This is an optimization exercise on Yosys and OpenROAD, whose aim is small area, a short achievable clock period and few clock cycles per item, not a production implementation. In this exercise RTL edits were held to simulation tests only and were not proved equivalent to the original.

==> design/flow/design.v <==
module filigree_lane (
    input  wire        clk,
    input  wire        rst,
    input  wire        cfg_we,
    input  wire [7:0]  cfg_addr,
    input  wire [31:0] cfg_wdata,
    input  wire        in_valid,
    output wire        in_ready,
    input  wire [23:0] v0,
    input  wire [23:0] v1,
    input  wire [23:0] v2,
    input  wire [23:0] v3,
    output reg         out_valid,
    output reg  [23:0] y,
    output reg         sat,
    output reg         ovf
);
    localparam NSEC = 4;
    localparam [39:0] ACC_MAX = 40'sh7F_FFFF_FFFF;
    localparam [39:0] ACC_MIN = 40'sh80_0000_0000;
    reg signed [31:0] wgt  [0:3];
    reg signed [31:0] coef [0:NSEC*5-1];    
    reg signed [3:0]  sexp [0:NSEC-1];
    reg               integ[0:NSEC-1];
    reg               pol  [0:NSEC-1];
    reg        [2:0]  nsec;
    reg signed [23:0] out_max;
    reg signed [23:0] out_min;
    reg signed [39:0] s1  [0:NSEC-1];
    reg signed [39:0] s2  [0:NSEC-1];
    reg signed [39:0] s1n [0:NSEC-1];
    reg signed [39:0] s2n [0:NSEC-1];
    localparam [1:0] ST_IDLE = 2'd0, ST_SUM = 2'd1, ST_SEC = 2'd2, ST_FIN = 2'd3;
    reg [1:0]  state;
    reg [1:0]  k;         
    reg [1:0]  sec;       
    reg [2:0]  step;      
    reg signed [23:0] vin [0:3];
    reg signed [39:0] inp;      
    reg signed [55:0] acc;      
    reg signed [23:0] ysec;     
    reg               ovf_r;
    assign in_ready = (state == ST_IDLE);
    reg signed [31:0] mc;       
    reg signed [39:0] mx;       
    reg        [5:0]  rsh;      
    reg signed [55:0] base;     
    reg               msub;     
    always @(*) begin
        mc   = 32'sd0;
        mx   = 40'sd0;
        rsh  = 6'd20;
        base = 56'sd0;
        msub = 1'b0;
        if (state == ST_SUM) begin
            mc   = wgt[k];
            mx   = {{16{vin[k][23]}}, vin[k]};
            rsh  = 6'd20;
            base = (k == 2'd0) ? 56'sd0 : acc;
        end else begin
            case (step)
                3'd0: begin    
                    mc   = coef[sec*5 + 0];
                    mx   = inp;
                    rsh  = 6'd28 - {{2{sexp[sec][3]}}, sexp[sec]};
                    base = {{16{s1[sec][39]}}, s1[sec]};
                end
                3'd1: begin    
                    mc   = coef[sec*5 + 1];
                    mx   = inp;
                    rsh  = 6'd28 - {{2{sexp[sec][3]}}, sexp[sec]};
                    base = {{16{s2[sec][39]}}, s2[sec]};
                end
                3'd2: begin    
                    mc   = coef[sec*5 + 3];
                    mx   = {{16{ysec[23]}}, ysec};
                    rsh  = 6'd20;
                    base = acc;
                    msub = 1'b1;
                end
                3'd3: begin    
                    mc   = coef[sec*5 + 2];
                    mx   = inp;
                    rsh  = 6'd28 - {{2{sexp[sec][3]}}, sexp[sec]};
                    base = 56'sd0;
                end
                default: begin  
                    mc   = coef[sec*5 + 4];
                    mx   = {{16{ysec[23]}}, ysec};
                    rsh  = 6'd20;
                    base = acc;
                    msub = 1'b1;
                end
            endcase
        end
    end
    wire signed [71:0] prod  = mc * mx;
    wire signed [71:0] half  = 72'sd1 <<< (rsh - 6'd1);
    wire signed [71:0] biased = prod + half - {71'd0, prod[71]};
    wire signed [71:0] rnd   = biased >>> rsh;
    wire signed [55:0] term  = rnd[55:0];
    wire signed [55:0] sum   = msub ? (base - term) : (base + term);
    wire               sum_hi = (sum > $signed({{16{1'b0}}, ACC_MAX}));
    wire               sum_lo = (sum < $signed({{16{1'b1}}, ACC_MIN}));
    wire signed [39:0] sum40  = sum_hi ? ACC_MAX : (sum_lo ? ACC_MIN : sum[39:0]);
    wire               sum_sat = sum_hi | sum_lo;
    wire signed [40:0] ybias = {sum40[39], sum40} + 41'sd128 - {40'd0, sum40[39]};
    wire signed [32:0] yrnd  = ybias[40:8];
    wire               y_hi  = (yrnd > 33'sd8388607);
    wire               y_lo  = (yrnd < -33'sd8388608);
    wire signed [23:0] ysat  = y_hi ? 24'sh7FFFFF : (y_lo ? 24'sh800000 : yrnd[23:0]);
    wire lim_hi = (ysec > out_max);
    wire lim_lo = !lim_hi && (ysec < out_min);
    wire signed [23:0] ylim = lim_hi ? out_max : (lim_lo ? out_min : ysec);
    reg keep [0:NSEC-1];
    integer i;
    always @(*) begin
        for (i = 0; i < NSEC; i = i + 1) begin
            keep[i] = 1'b0;
            if (integ[i] && (lim_hi || lim_lo) && (s1n[i] != s1[i])) begin
                if ((s1n[i] > s1[i]) ^ lim_lo ^ pol[i])
                    keep[i] = 1'b1;
            end
        end
    end
    wire [3:0] csec = cfg_addr[7:4] - 4'h1;
    integer j;
    always @(posedge clk) begin
        if (rst) begin
            state     <= ST_IDLE;
            k         <= 2'd0;
            sec       <= 2'd0;
            step      <= 3'd0;
            inp       <= 40'sd0;
            acc       <= 56'sd0;
            ysec      <= 24'sd0;
            ovf_r     <= 1'b0;
            out_valid <= 1'b0;
            y         <= 24'd0;
            sat       <= 1'b0;
            ovf       <= 1'b0;
            nsec      <= 3'd1;
            out_max   <= 24'sh7FFFFF;
            out_min   <= 24'sh800000;
            for (j = 0; j < 4; j = j + 1) begin
                wgt[j] <= (j == 0) ? 32'sh1000_0000 : 32'sd0;
                vin[j] <= 24'sd0;
            end
            for (j = 0; j < NSEC*5; j = j + 1)
                coef[j] <= (j % 5 == 0) ? 32'sh1000_0000 : 32'sd0;
            for (j = 0; j < NSEC; j = j + 1) begin
                sexp[j]  <= 4'sd0;
                integ[j] <= 1'b0;
                pol[j]   <= 1'b0;
                s1[j]    <= 40'sd0;
                s2[j]    <= 40'sd0;
                s1n[j]   <= 40'sd0;
                s2n[j]   <= 40'sd0;
            end
        end else begin
            out_valid <= 1'b0;
            if (cfg_we && state == ST_IDLE) begin
                case (cfg_addr)
                    8'h00, 8'h01, 8'h02, 8'h03: wgt[cfg_addr[1:0]] <= cfg_wdata;
                    8'h04: if (cfg_wdata >= 32'd1 && cfg_wdata <= NSEC) nsec <= cfg_wdata[2:0];
                    8'h05: out_max <= cfg_wdata[23:0];
                    8'h06: out_min <= cfg_wdata[23:0];
                    8'h07: if (cfg_wdata[0]) begin
                        for (j = 0; j < NSEC; j = j + 1) begin
                            s1[j] <= 40'sd0;
                            s2[j] <= 40'sd0;
                        end
                    end
                    default: begin
                        if (cfg_addr[7:4] >= 4'h1 && cfg_addr[7:4] <= NSEC) begin
                            if (cfg_addr[3:0] <= 4'd4)
                                coef[csec[1:0] * 5 + cfg_addr[3:0]] <= cfg_wdata;
                            else if (cfg_addr[3:0] == 4'd5) begin
                                sexp [csec[1:0]] <= cfg_wdata[3:0];
                                integ[csec[1:0]] <= cfg_wdata[8];
                                pol  [csec[1:0]] <= cfg_wdata[9];
                            end
                        end
                    end
                endcase
            end
            case (state)
                ST_IDLE: begin
                    if (in_valid) begin
                        vin[0] <= v0;
                        vin[1] <= v1;
                        vin[2] <= v2;
                        vin[3] <= v3;
                        k      <= 2'd0;
                        ovf_r  <= 1'b0;
                        state  <= ST_SUM;
                    end
                end
                ST_SUM: begin
                    acc <= sum;
                    k   <= k + 2'd1;
                    if (k == 2'd3) begin
                        inp   <= sum[39:0];
                        sec   <= 2'd0;
                        step  <= 3'd0;
                        state <= ST_SEC;
                    end
                end
                ST_SEC: begin
                    case (step)
                        3'd0: begin
                            ysec  <= ysat;
                            ovf_r <= ovf_r | sum_sat | y_hi | y_lo;
                        end
                        3'd1: acc <= sum;
                        3'd2: begin
                            s1n[sec] <= sum40;
                            ovf_r    <= ovf_r | sum_sat;
                        end
                        3'd3: acc <= sum;
                        default: begin
                            s2n[sec] <= sum40;
                            ovf_r    <= ovf_r | sum_sat;
                            inp      <= {{8{ysec[23]}}, ysec, 8'd0};
                        end
                    endcase
                    if (step == 3'd4) begin
                        step <= 3'd0;
                        if ({1'b0, sec} == nsec - 3'd1)
                            state <= ST_FIN;
                        else
                            sec <= sec + 2'd1;
                    end else begin
                        step <= step + 3'd1;
                    end
                end
                default: begin  
                    for (j = 0; j < NSEC; j = j + 1) begin
                        if (j < nsec && !keep[j]) begin
                            s1[j] <= s1n[j];
                            s2[j] <= s2n[j];
                        end
                    end
                    out_valid <= 1'b1;
                    y         <= ylim;
                    sat       <= lim_hi | lim_lo;
                    ovf       <= ovf_r;
                    state     <= ST_IDLE;
                end
            endcase
        end
    end
endmodule
==> design/flow/run.sh <==
#!/bin/bash
# synth_recipe.tcl (not shown) runs the flow's synth.tcl, then flattens the netlist and writes it again
# the make line also repeats each setting of config.mk as NAME=value (left out here)
make -C /OpenROAD-flow-scripts/flow DESIGN_CONFIG=/design/flow/config.mk WORK_HOME=/design/flow/orfs CLKGATE_MAP_FILE= SYNTH_SCRIPT=/design/flow/synth_recipe.tcl finish
==> design/flow/config.mk <==
export PLATFORM = sky130hd
export DESIGN_NAME = filigree_lane
export DESIGN_NICKNAME = filigree_lane
export VERILOG_FILES = /design/flow/design.v
export SDC_FILE = /design/flow/constraint.sdc
export NUM_CORES = 4
export LEC_CHECK = 0
export CAP_MARGIN = 20
export CORE_MARGIN = 2
export CORE_UTILIZATION = 40
export SLEW_MARGIN = 20
==> design/flow/constraint.sdc <==
create_clock -name core_clock -period 27.0 [get_ports {clk}]
set_input_delay 5.4000 -clock core_clock [delete_from_list [all_inputs] [get_ports {clk}]]
set_output_delay 5.4000 -clock core_clock [all_outputs]
set_load 0.01 [all_outputs]
==> summary.txt <==
- Status: complete, no violations
- Vias in the first global route: 142155
- Post-Layout Cell Count: 24108
- WP data arrival: around 27000 ps
- TritonCTS Sinks: roughly 2100
- P&R area growth vs syn: 15.60%
- Worst slew pin tran: between 1000 and 1500 ps
- Largest cells by area after synthesis: edfxtp_1, fa_1, mux4_2
- RD Place Congestion: around 1.0
- Die Area: 0.4480 mm2
- Yosys warnings: 5
- Register area: about 0.058 mm2
- DP HPWL: 487200 um
- First-pass GRT wire length: slightly below 1000000 um
- Syn avg cell area: 10.27 um2
- Worst setup path class: flop to flop
- Clock Latency Late Sink: roughly 950 ps
- Critical Path Slowest Stage Cell: o2111ai_1
- NumNets Final: just over 20000
- FF+latch count, synth: 2124
- Period utilization: 0.9673
- Routed vias/inst: about 6.0
- Async SR Flop Fraction: 0
- Clock Skews: about 84 ps
- Mapped Cells: 17238
- Share of layout cells above drive strength 1: 0.1924
- Wirelength per Cell: approximately 29 um
- Footprint of the multi-input gates: 0.1088 mm2
- Crit path max fanout: 19
- Synth top cells by count: inv_1, nand2_1, edfxtp_1
- Initial Utilization: 0.4014
- Largest net degree at the start of global routing: about 100
- Post-synth EDFFs: around 1500
- CP peak stage delay: approximately 600 ps
- Final count of hold timing violations: 0
- Yosys top cell area share: 0.2537
- Top-count cell post-synth: inv_1
- MaxCap Viol Count: 0
- Worst setup SP type: flop
- Max Root-Sink Buffers: 4
- CTS tree: built
- Flop2flop setup slack: just under 900 ps
- DRC violations left: 0
- Crit end category: flop
- Core area: between 0.4 and 0.5 mm2
- Via Count: ~140k
- I/O Pins: about 170
- Initial DRC Count: around 18000
- Fin crit period: 26120 ps
- Fin util: 0.4640
- CTS root buf: clkbuf_16
- Setup_tns: 0 ps
- H-tree depth: 4
- Most used cell, CP: a21o_1
- I/O Buffers: 167
- Post-synthesis sequential area ratio: 0.3247
- Final antenna-violating net count: 0
- Die Wd: ~670 um
- Filler Cell Count: between 40000 and 50000
- Initial antenna violation count: 36
- Most area-hungry cell type in the Yosys netlist: edfxtp_1
- Wirelength, routed: between 600000 and 700000 um
- Post-Synthesis Cell Area: ~0.18 mm2
- Clock Pin Slew Worst Setup and Hold Paths: approximately 60 ps
- Placed cell count: 23589
- Total CTS buffers: between 200 and 250
- Drt first pass iters: 8
- Row count: about 240
- Yosys cell types: between 100 and 150
- Relative slew slack: 0.1011
- Final Max Tran Viols: 0
- Req. time, crit path: ~28000 ps
- Hold Buf Count CTS: 0
- Gr ovfl total: 0
- # setup viols final: 0
- Fmax: between 30 and 40 MHz
- Die Ht: between 600 and 700 um
- GRT Total Usage: 0.2986
- Top_reg_cell synth: edfxtp_1
- Hold crit path type: flop to flop
critical path, delay by kind of cell, from the launching register on:
kind            cells  cell delay [ps]
mux                 2              380
flops               1              400
compound gates     43             8960
fa+ha+maj          13             5500
buf+inv            22             3090
simple gates       32             7060
xor+xnor            3              490
state kept, by name, summed over array words and instances (netlist names), 40 cells and up, named ones only:
name  count
s2      160
acc      56
wgt     128
coef   1024
s1      160
s1n     160
inp      40
s2n     160
vin      96
repair_timing:
item	in CTS	in global routing
endpoints found under the setup margin	24	25
resized for setup	5	148
pin swaps	4	73
buffers inserted	15	47
gates cloned	1	25
layer usage:
layer,GRT usage,wire [um],up-vias
met2,0.4633,309800,8246
met5,0,113,-
met3,0.06986,77470,1657
li1,-,-,61844
met4,0.1526,43400,12
met1,0.3909,260600,73181
path summary, 6_finish.rpt:
path | from | to | depth (start not counted)
setup / recovery | sec[1]$_SDFFE_PP0P_ | ysec[18]$_SDFFE_PP0P_ | 115
hold / removal | vin[0][4]$_SDFFE_PP0P_ | vin[0][4]$_SDFFE_PP0P_ | 2
setup reg to reg | sec[1]$_SDFFE_PP0P_ | ysec[18]$_SDFFE_PP0P_ | 115
hold reg to reg | vin[0][4]$_SDFFE_PP0P_ | vin[0][4]$_SDFFE_PP0P_ | 2
cells by family (layout without fill, tap and decap cells):
family,Yosys count,after routing,synth area share
adders and majority gates,1985,1985,0.1965
xor gates and xnor gates,271,271,0.01360
and+or+nand+nor,5414,5414,0.1440
muxes,1232,1232,0.1430
other,1,55,0.00002118
DFF,2124,2124,0.3247
buffers and inverters,3367,4278,0.07224
AOI/OAI and AO/OA,2844,2845,0.1060
placed cells by master, fill, tap and decap left out, types with 301 or more instances in the layout:
| master | n |
|---|---|
| a21oi_1 | 908 |
| and2_1 | 854 |
| buf_4 | 1442 |
| dfxtp_1 | 623 |
| edfxtp_1 | 1496 |
| fa_1 | 1321 |
| ha_1 | 644 |
| inv_1 | 2096 |
| mux4_2 | 1028 |
| nand2_1 | 1861 |
| nand3_1 | 374 |
| nand4_1 | 301 |
| nor2_1 | 1292 |
| o21ai_0 | 345 |
through the flow:
stage               setup WS (ps)  instance area, um2  hold slack [ps]
finish                      882.3              204700            449.9
global route               -105.6              204600            466.1
CTS                         14.23              202900            451.7
detailed placement         -175.9              195300            443.5
global placement           -103.2              195200            439.0
floorplan                   35.91              177300            432.1
layout make-up:
class | count | area share
Multi-Input combinational cell | 11781 | 0.5317
Clock buffer | 290 | 0.02993
Sequential cell | 2124 | 0.2810
Clock inverter | 122 | 0.006003
Antenna cell | 21 | 0.0002567
Timing Repair Buffer | 1759 | 0.07635
Inverter | 2107 | 0.03869
Tap cell | 5904 | 0.03609
Testbench counts, summed over its fixed seeds: cycles 71,536, items 3,840.

static timing again, ports no longer ideal:
In the flow no input, the clock included, has a driving cell. The finished layout below was timed again as built, in two steps. Step 1, drivers: a clkbuf_16 drives clk and a buf_2 each remaining input, both assumed. Step 2 adds t to the input delays and takes it off the output delays; t is the mean of the earliest and latest rising clock arrival at the registers after step 1. Input paths then give back, and output paths get back, about the clock's delay inside the block. a / b / c = ideal / step 1 / step 2; a / b = the first two.
t, ns: 1.020
slack for setup (ns): 0.882 / 0.882 / 0.882
worst slew at a driven data input, ns: 0.08
After both steps this run still meets setup and hold. For this run, drivers alone change the setup slack by 0.000 ns; drivers and shift together by 0.000 ns.
